Source: an optimization exercise on an open RTL-to-GDS flow (aim: small area, a short achievable clock period and few clock cycles). Production flows keep margins and buffers that such runs may drop.
Only simulation tests tie the RTL to the original design; equivalence was not proved.

### flow/config.mk
export PLATFORM = sky130hd
export DESIGN_NAME = ledger_dot4
export DESIGN_NICKNAME = ledger_dot4
export VERILOG_FILES = /design/flow/design.v
export SDC_FILE = /design/flow/constraint.sdc
export NUM_CORES = 4
export LEC_CHECK = 0
export CAP_MARGIN = 35
export CORE_MARGIN = 2
export CORE_UTILIZATION = 25
export GPL_ROUTABILITY_DRIVEN = 1
export PLACE_DENSITY = 0.32
export SLEW_MARGIN = 35
### flow/run.sh
#!/bin/bash
# synth_recipe.tcl (not shown) runs the flow's synth.tcl, then flattens the netlist and writes it again
# the make line also repeats each setting of config.mk as NAME=value (left out here)
make -C /OpenROAD-flow-scripts/flow DESIGN_CONFIG=/design/flow/config.mk WORK_HOME=/design/flow/orfs CLKGATE_MAP_FILE= SYNTH_SCRIPT=/design/flow/synth_recipe.tcl finish
### flow/design.v
module ledger_dec (
    input  wire [2:0]        fmt,
    input  wire [7:0]        x,
    output reg               sign,
    output reg  [3:0]        man,
    output reg  signed [5:0] exp,
    output reg               nan,
    output reg               inf
);
    always @(*) begin
        sign = 1'b0;
        man  = 4'd0;
        exp  = 6'sd0;
        nan  = 1'b0;
        inf  = 1'b0;
        case (fmt)
            3'd0: begin  
                sign = x[7];
                man  = (x[6:3] == 4'd0) ? {1'b0, x[2:0]} : {1'b1, x[2:0]};
                exp  = ((x[6:3] == 4'd0) ? 6'sd1 : $signed({2'b00, x[6:3]})) - 6'sd10;
                nan  = (x[6:0] == 7'h7F);
            end
            3'd1: begin  
                sign = x[7];
                man  = (x[6:2] == 5'd0) ? {2'b00, x[1:0]} : {2'b01, x[1:0]};
                exp  = ((x[6:2] == 5'd0) ? 6'sd1 : $signed({1'b0, x[6:2]})) - 6'sd17;
                nan  = (x[6:2] == 5'd31) && (x[1:0] != 2'd0);
                inf  = (x[6:2] == 5'd31) && (x[1:0] == 2'd0);
            end
            3'd2: begin  
                sign = x[5];
                man  = (x[4:2] == 3'd0) ? {2'b00, x[1:0]} : {2'b01, x[1:0]};
                exp  = ((x[4:2] == 3'd0) ? 6'sd1 : $signed({3'b000, x[4:2]})) - 6'sd5;
            end
            3'd3: begin  
                sign = x[5];
                man  = (x[4:3] == 2'd0) ? {1'b0, x[2:0]} : {1'b1, x[2:0]};
                exp  = ((x[4:3] == 2'd0) ? 6'sd1 : $signed({4'b0000, x[4:3]})) - 6'sd4;
            end
            default: begin  
                sign = x[3];
                man  = (x[2:1] == 2'd0) ? {3'b000, x[0]} : {3'b001, x[0]};
                exp  = ((x[2:1] == 2'd0) ? 6'sd1 : $signed({4'b0000, x[2:1]})) - 6'sd2;
            end
        endcase
    end
endmodule
module ledger_prod (
    input  wire [2:0]         fmt_a,
    input  wire [2:0]         fmt_b,
    input  wire [7:0]         a,
    input  wire [7:0]         b,
    input  wire [7:0]         scale_a,
    input  wire [7:0]         scale_b,
    input  wire signed [9:0]  eref,
    output reg  [127:0]       word,
    output reg                spread,
    output reg                ovf
);
    localparam [127:0] W_NAN  = {1'b1, 127'd0};
    localparam [127:0] W_NSAT = {1'b1, 126'd0, 1'b1};
    localparam [127:0] W_PSAT = {1'b0, {127{1'b1}}};
    wire              sgn_a, sgn_b, nan_a, nan_b, inf_a, inf_b;
    wire [3:0]        man_a, man_b;
    wire signed [5:0] exp_a, exp_b;
    ledger_dec dec_a (.fmt(fmt_a), .x(a), .sign(sgn_a), .man(man_a), .exp(exp_a), .nan(nan_a), .inf(inf_a));
    ledger_dec dec_b (.fmt(fmt_b), .x(b), .sign(sgn_b), .man(man_b), .exp(exp_b), .nan(nan_b), .inf(inf_b));
    wire       psign = sgn_a ^ sgn_b;
    wire [7:0] pman  = man_a * man_b;
    wire signed [11:0] shift = $signed({{6{exp_a[5]}}, exp_a}) + $signed({{6{exp_b[5]}}, exp_b})
                             + $signed({4'b0000, scale_a}) + $signed({4'b0000, scale_b})
                             - $signed({{2{eref[9]}}, eref}) - 12'sd158;
    wire [7:0]   sh8   = shift[7:0] + 8'd8;
    wire [142:0] placed = {135'd0, pman} << sh8;
    reg [126:0] mag;
    always @(*) begin
        word   = 128'd0;
        spread = 1'b0;
        ovf    = 1'b0;
        mag    = 127'd0;
        if (nan_a || nan_b || scale_a == 8'hFF || scale_b == 8'hFF) begin
            word = W_NAN;
        end else if (inf_a || inf_b) begin
            if ((!inf_a && man_a == 4'd0) || (!inf_b && man_b == 4'd0))
                word = W_NAN;
            else
                word = psign ? W_NSAT : W_PSAT;
        end else if (pman != 8'd0) begin
            if (shift > 12'sd127) begin
                ovf = 1'b1;
            end else if (shift < -12'sd8) begin
                spread = 1'b1;
            end else begin
                ovf    = (placed[142:135] != 8'd0);
                spread = (placed[7:0] != 8'd0);
                mag    = placed[134:8];
            end
            if (ovf)
                word = psign ? W_NSAT : W_PSAT;
            else
                word = psign ? -{1'b0, mag} : {1'b0, mag};
        end
    end
endmodule
module ledger_add (
    input  wire [127:0] a,
    input  wire [127:0] b,
    output reg  [127:0] sum,
    output reg          ovf
);
    localparam [127:0] W_NAN  = {1'b1, 127'd0};
    localparam [127:0] W_NSAT = {1'b1, 126'd0, 1'b1};
    localparam [127:0] W_PSAT = {1'b0, {127{1'b1}}};
    wire a_nan = (a == W_NAN);
    wire b_nan = (b == W_NAN);
    wire a_sat = (a == W_NSAT) || (a == W_PSAT);
    wire b_sat = (b == W_NSAT) || (b == W_PSAT);
    wire signed [128:0] full = $signed({a[127], a}) + $signed({b[127], b});
    always @(*) begin
        ovf = 1'b0;
        if (a_nan || b_nan) begin
            sum = W_NAN;
        end else if (a_sat && b_sat) begin
            sum = (a == b) ? a : W_NAN;
        end else if (a_sat) begin
            sum = a;
        end else if (b_sat) begin
            sum = b;
        end else if (full > $signed({2'b00, {126{1'b1}}, 1'b0})) begin
            sum = W_PSAT;
            ovf = 1'b1;
        end else if (full < -$signed({2'b00, {126{1'b1}}, 1'b0})) begin
            sum = W_NSAT;
            ovf = 1'b1;
        end else begin
            sum = full[127:0];
        end
    end
endmodule
module ledger_dot4 (
    input  wire         clk,
    input  wire         rst,
    input  wire         in_valid,
    output wire         in_ready,
    input  wire         in_first,
    input  wire         in_last,
    input  wire [2:0]   in_fmt_a,
    input  wire [2:0]   in_fmt_b,
    input  wire [9:0]   in_eref,
    input  wire [7:0]   in_scale_a,
    input  wire [7:0]   in_scale_b,
    input  wire [31:0]  in_a,
    input  wire [31:0]  in_b,
    output reg          out_valid,
    output reg  [127:0] out_word,
    output reg          out_spread,
    output reg          out_ovf
);
    reg [127:0] acc;
    reg         acc_spread;
    reg         acc_ovf;
    reg [9:0]   eref_q;
    assign in_ready = 1'b1;
    wire [9:0] eref = in_first ? in_eref : eref_q;
    wire [127:0] p0, p1, p2, p3;
    wire [3:0]   p_spread, p_ovf;
    ledger_prod prod0 (.fmt_a(in_fmt_a), .fmt_b(in_fmt_b), .a(in_a[7:0]),   .b(in_b[7:0]),
                       .scale_a(in_scale_a), .scale_b(in_scale_b), .eref(eref),
                       .word(p0), .spread(p_spread[0]), .ovf(p_ovf[0]));
    ledger_prod prod1 (.fmt_a(in_fmt_a), .fmt_b(in_fmt_b), .a(in_a[15:8]),  .b(in_b[15:8]),
                       .scale_a(in_scale_a), .scale_b(in_scale_b), .eref(eref),
                       .word(p1), .spread(p_spread[1]), .ovf(p_ovf[1]));
    ledger_prod prod2 (.fmt_a(in_fmt_a), .fmt_b(in_fmt_b), .a(in_a[23:16]), .b(in_b[23:16]),
                       .scale_a(in_scale_a), .scale_b(in_scale_b), .eref(eref),
                       .word(p2), .spread(p_spread[2]), .ovf(p_ovf[2]));
    ledger_prod prod3 (.fmt_a(in_fmt_a), .fmt_b(in_fmt_b), .a(in_a[31:24]), .b(in_b[31:24]),
                       .scale_a(in_scale_a), .scale_b(in_scale_b), .eref(eref),
                       .word(p3), .spread(p_spread[3]), .ovf(p_ovf[3]));
    wire [127:0] s01, s23, tree, total;
    wire         o01, o23, otree, ototal;
    ledger_add add01  (.a(p0),  .b(p1),  .sum(s01),  .ovf(o01));
    ledger_add add23  (.a(p2),  .b(p3),  .sum(s23),  .ovf(o23));
    ledger_add addt   (.a(s01), .b(s23), .sum(tree), .ovf(otree));
    ledger_add addacc (.a(in_first ? 128'd0 : acc), .b(tree), .sum(total), .ovf(ototal));
    wire spread_new = (|p_spread) | (in_first ? 1'b0 : acc_spread);
    wire ovf_new    = (|p_ovf) | o01 | o23 | otree | ototal | (in_first ? 1'b0 : acc_ovf);
    always @(posedge clk) begin
        if (rst) begin
            out_valid <= 1'b0;
        end else begin
            out_valid <= in_valid && in_last;
            if (in_valid) begin
                acc        <= total;
                acc_spread <= spread_new;
                acc_ovf    <= ovf_new;
                if (in_first)
                    eref_q <= in_eref;
                if (in_last) begin
                    out_word   <= total;
                    out_spread <= spread_new;
                    out_ovf    <= ovf_new;
                end
            end
        end
    end
endmodule
### flow/constraint.sdc
create_clock -name core_clock -period 50.0 [get_ports {clk}]
set_input_delay 10.0000 -clock core_clock [delete_from_list [all_inputs] [get_ports {clk}]]
set_output_delay 10.0000 -clock core_clock [all_outputs]
set_load 0.01 [all_outputs]
==> results.toml <==
[yosys]
synth.avg_cell_area_um2 = 6.392
synthesis.area_um2 = 100900
synth.net_count = 16656
ys_ff_latch = 271
yosysUniqueCellTypes = 141
synthCells = 15791
synth_edf_count = 270
async_reset_ff_share_pct = 0
yosysWarningCount = 4
ys.flop_type = "edfxtp_1"
synth-seq-area-share_pct = 8.053

[setup_path]
required_ns = 50.48
reg2reg_to = "out_ovf"
path_class = "in2reg"
max_stage_delay_ns = 0.86
rr_worst_depth = 112
endpoint_kind = "flip-flop"
critPathLaunch = "in_fmt_a[1]"
cp-start-kind = "input pin"
rrSetupSlack_ns = 13.85
worstReg2RegStart = "eref_q[1]"
critPathCapture = "out_ovf"
worstPathMaxFanout = 52
timing.critical_path.mode_cell = "a21oi_1"
slowest_stage = "a211oi_1"
cp.arrival_ns = 47.85

[routing]
wl_met1_mm = 347.1
viasPerCell = 6.357
post_drt_wl_per_cell_um = 36.39
dr.pass1.iters = 8
drt_iter0_drc = 17434
ant_nets = 0
wl_met2_mm = 309.7
wl_met3_mm = 61.66
drcViolationCount = 0
highest_layer = "met5"
via_count = 131581
wl_mm = 753.2

[sta]
tightest_slew_ns = 1.140
setup_violations = 0
fin_crit_ns = 47.37
worst_slack_ns = 2.626
fin_tns_setup_ns = 0
slew-limit-headroom_pct = 23.30
finalCritPeriodShare_pct = 94.75
holdWs_ns = 0.5740
fin_skew_ns = 0.1095
report.final.slew_viol_count = 0
rsz0062_at_grt = "false"
hold_viol = 0
max_freq_mhz = 21.11

[job]
cap_violations = 0

[finish]
nets = 16232
seq_area_um2 = 8128
drive_above_1_share_pct = 6.751
stdcell_area_um2 = 111400
fillers = 45806
syn_to_final_growth_pct = 10.35
multi_input_comb_area_um2 = 87640

[global_routing]
antenna_found_initial = 63
grt_pass1_vias = 123663
track_usage_pct = 35.20
grt_pass1_wl_mm = 1033
grt_max_degree = 135
overflow = 0

[die]
die_area_um2 = 408800
dieWidth_um = 639.4
chipHeight_um = 639.4
ios = 233
rows = 233
initial_utilization_pct = 25.09
core_um2 = 402300

[clocking]
cts_buffer_depth = 3
tritoncts = "done"
clkTransAtPathRegs_ns = 0.06
clockRootBuffer = "clkbuf_16"
clk_latency_ns = 0.72
ctsHoldBuffers = 0
cts_resized = 0
cts-buffers-inserted = 37
cts_setup_buffers = 0
h-tree-depth = 2
cts_num_sinks = 271

[worst_hold_path]
min_path_type = "reg2reg"

[place]
dp_hpwl_mm = 624.0
portBuffers = 231
post-place-ws_ns = 3.334
gp_routability_congestion = 1.048
place_area_um2 = 110000

[outcome]
status = "finished clean"
through the flow:
stage / instances / utilization (%)
6_report: 20700 / 27.68
5_1_grt: 20680 / 27.67
4_1_cts: 20673 / 27.62
3_5_place_dp: 20610 / 27.33
3_3_place_gp: 20607 / 27.21
2_1_floorplan: 15791 / -
cells in the mapped netlist, drive strengths merged (161+ instances only):
cell type     n  area (um2)
nor2       1733        6505
xnor2       476        4184
xor2        278        2450
a21o        422        3168
nand2      1448        5443
nand4       384        2415
o211ai      165        1287
o21bai      185        1389
ha          702        8783
nor4        344        2238
a31oi       246        1600
clkbuf     1011        3795
nor2b       287        1795
a21oi      2063       10350
nand2b      162        1016
edfxtp      270        8108
buf         161       749.5
inv         485        1820
nand3       413        2077
nor3        373        1918
o21ai      1705        8556
worst min path at each step:
| stage | cells past startpoint | start | endpoint | slack, ns |
|---|---|---|---|---|
| 2_1_floorplan | 2 | acc_spread | acc_spread | 0.54 |
| 3_3_place_gp | 1 | eref_q[6] | eref_q[6] | 0.56 |
| 3_5_place_dp | 1 | eref_q[6] | eref_q[6] | 0.57 |
| 4_1_cts | 1 | eref_q[6] | eref_q[6] | 0.58 |
| 5_1_grt | 1 | eref_q[1] | eref_q[1] | 0.59 |
| 6_report | 1 | eref_q[1] | eref_q[1] | 0.57 |
cells in the final DEF, fill, tap and decap left out, types with 359 or more instances in the layout:
master,count
a21o_1,421
a21oi_1,2033
buf_4,470
ha_1,701
inv_1,479
nand2_1,1440
nand3_1,411
nand4_1,382
nor2_1,1722
nor3_1,359
o21ai_0,1497
xnor2_1,455
registers in the layout (all words and copies together) (netlist names):
signal      flops
acc           128
out_word      128
eref_q         10
acc_ovf         1
acc_spread      1
out_ovf         1
out_spread      1
out_valid       1
layout make-up:
type | count | share of cell area (%)
clock buffer | 47 | 0.8841
inverter | 487 | 1.641
multi-input combinational | 13861 | 78.69
antenna | 22 | 0.04943
sequential | 271 | 7.298
clock inverter | 16 | 0.1741
tap | 5287 | 5.939
timing repair buffer | 709 | 5.328
logic make-up (layout without fill, tap and decap cells):
group / count (synthesis) / after routing / synth area share [%]
DFF: 271 / 271 / 8.053
xor gates and xnor gates: 763 / 763 / 6.777
and+or+nand+nor: 5939 / 5939 / 28.89
buffers and inverters: 1659 / 1259 / 6.314
AOI/OAI and AO/OA: 6230 / 6230 / 38.29
muxes: 118 / 118 / 1.283
other: 1 / 23 / 0.003715
adders and majority gates: 810 / 810 / 10.39
routing by layer:
metal  global-route usage, %  vias up
li1                        -    58129
met1                   50.41    65829
met2                   51.92     6556
met3                   6.072     1049
met4                   13.34       18
met5                       0        -
worst max-delay path: cells and delay by family:
family / cells / cell delay [ns]
simple gates: 47 / 14.67
fa+ha+maj: 9 / 3.38
xor+xnor: 4 / 1.05
buf+inv: 14 / 3.69
compound gates: 44 / 14.86
Testbench counts, summed over its fixed seeds: cycles 13,892.

## what the ideal ports hide
How much do the figures lean on ideal ports? The routed layout below was timed once more, with nothing changed but the port constraints. Step 1: set_driving_cell puts a clkbuf_16 on clk and a buf_2 on each other input, an assumption about the parent block. Step 2, shift: input delay + t, output delay - t, t = (earliest + latest rising clock arrival at the registers) / 2. This alone moves slack from input paths to output paths. Slacks: no drivers / after step 1 / after step 2; pairs: no drivers / after step 1.
shift t [ns]: 0.780
setup slack, ns: 2.626 / 2.716 / 1.936
hold slack, ns: 0.574 / 0.574 / 0.574
After both steps this run still meets setup and hold. For this run, drivers alone change the setup slack by +0.090 ns; drivers and shift together by -0.690 ns.
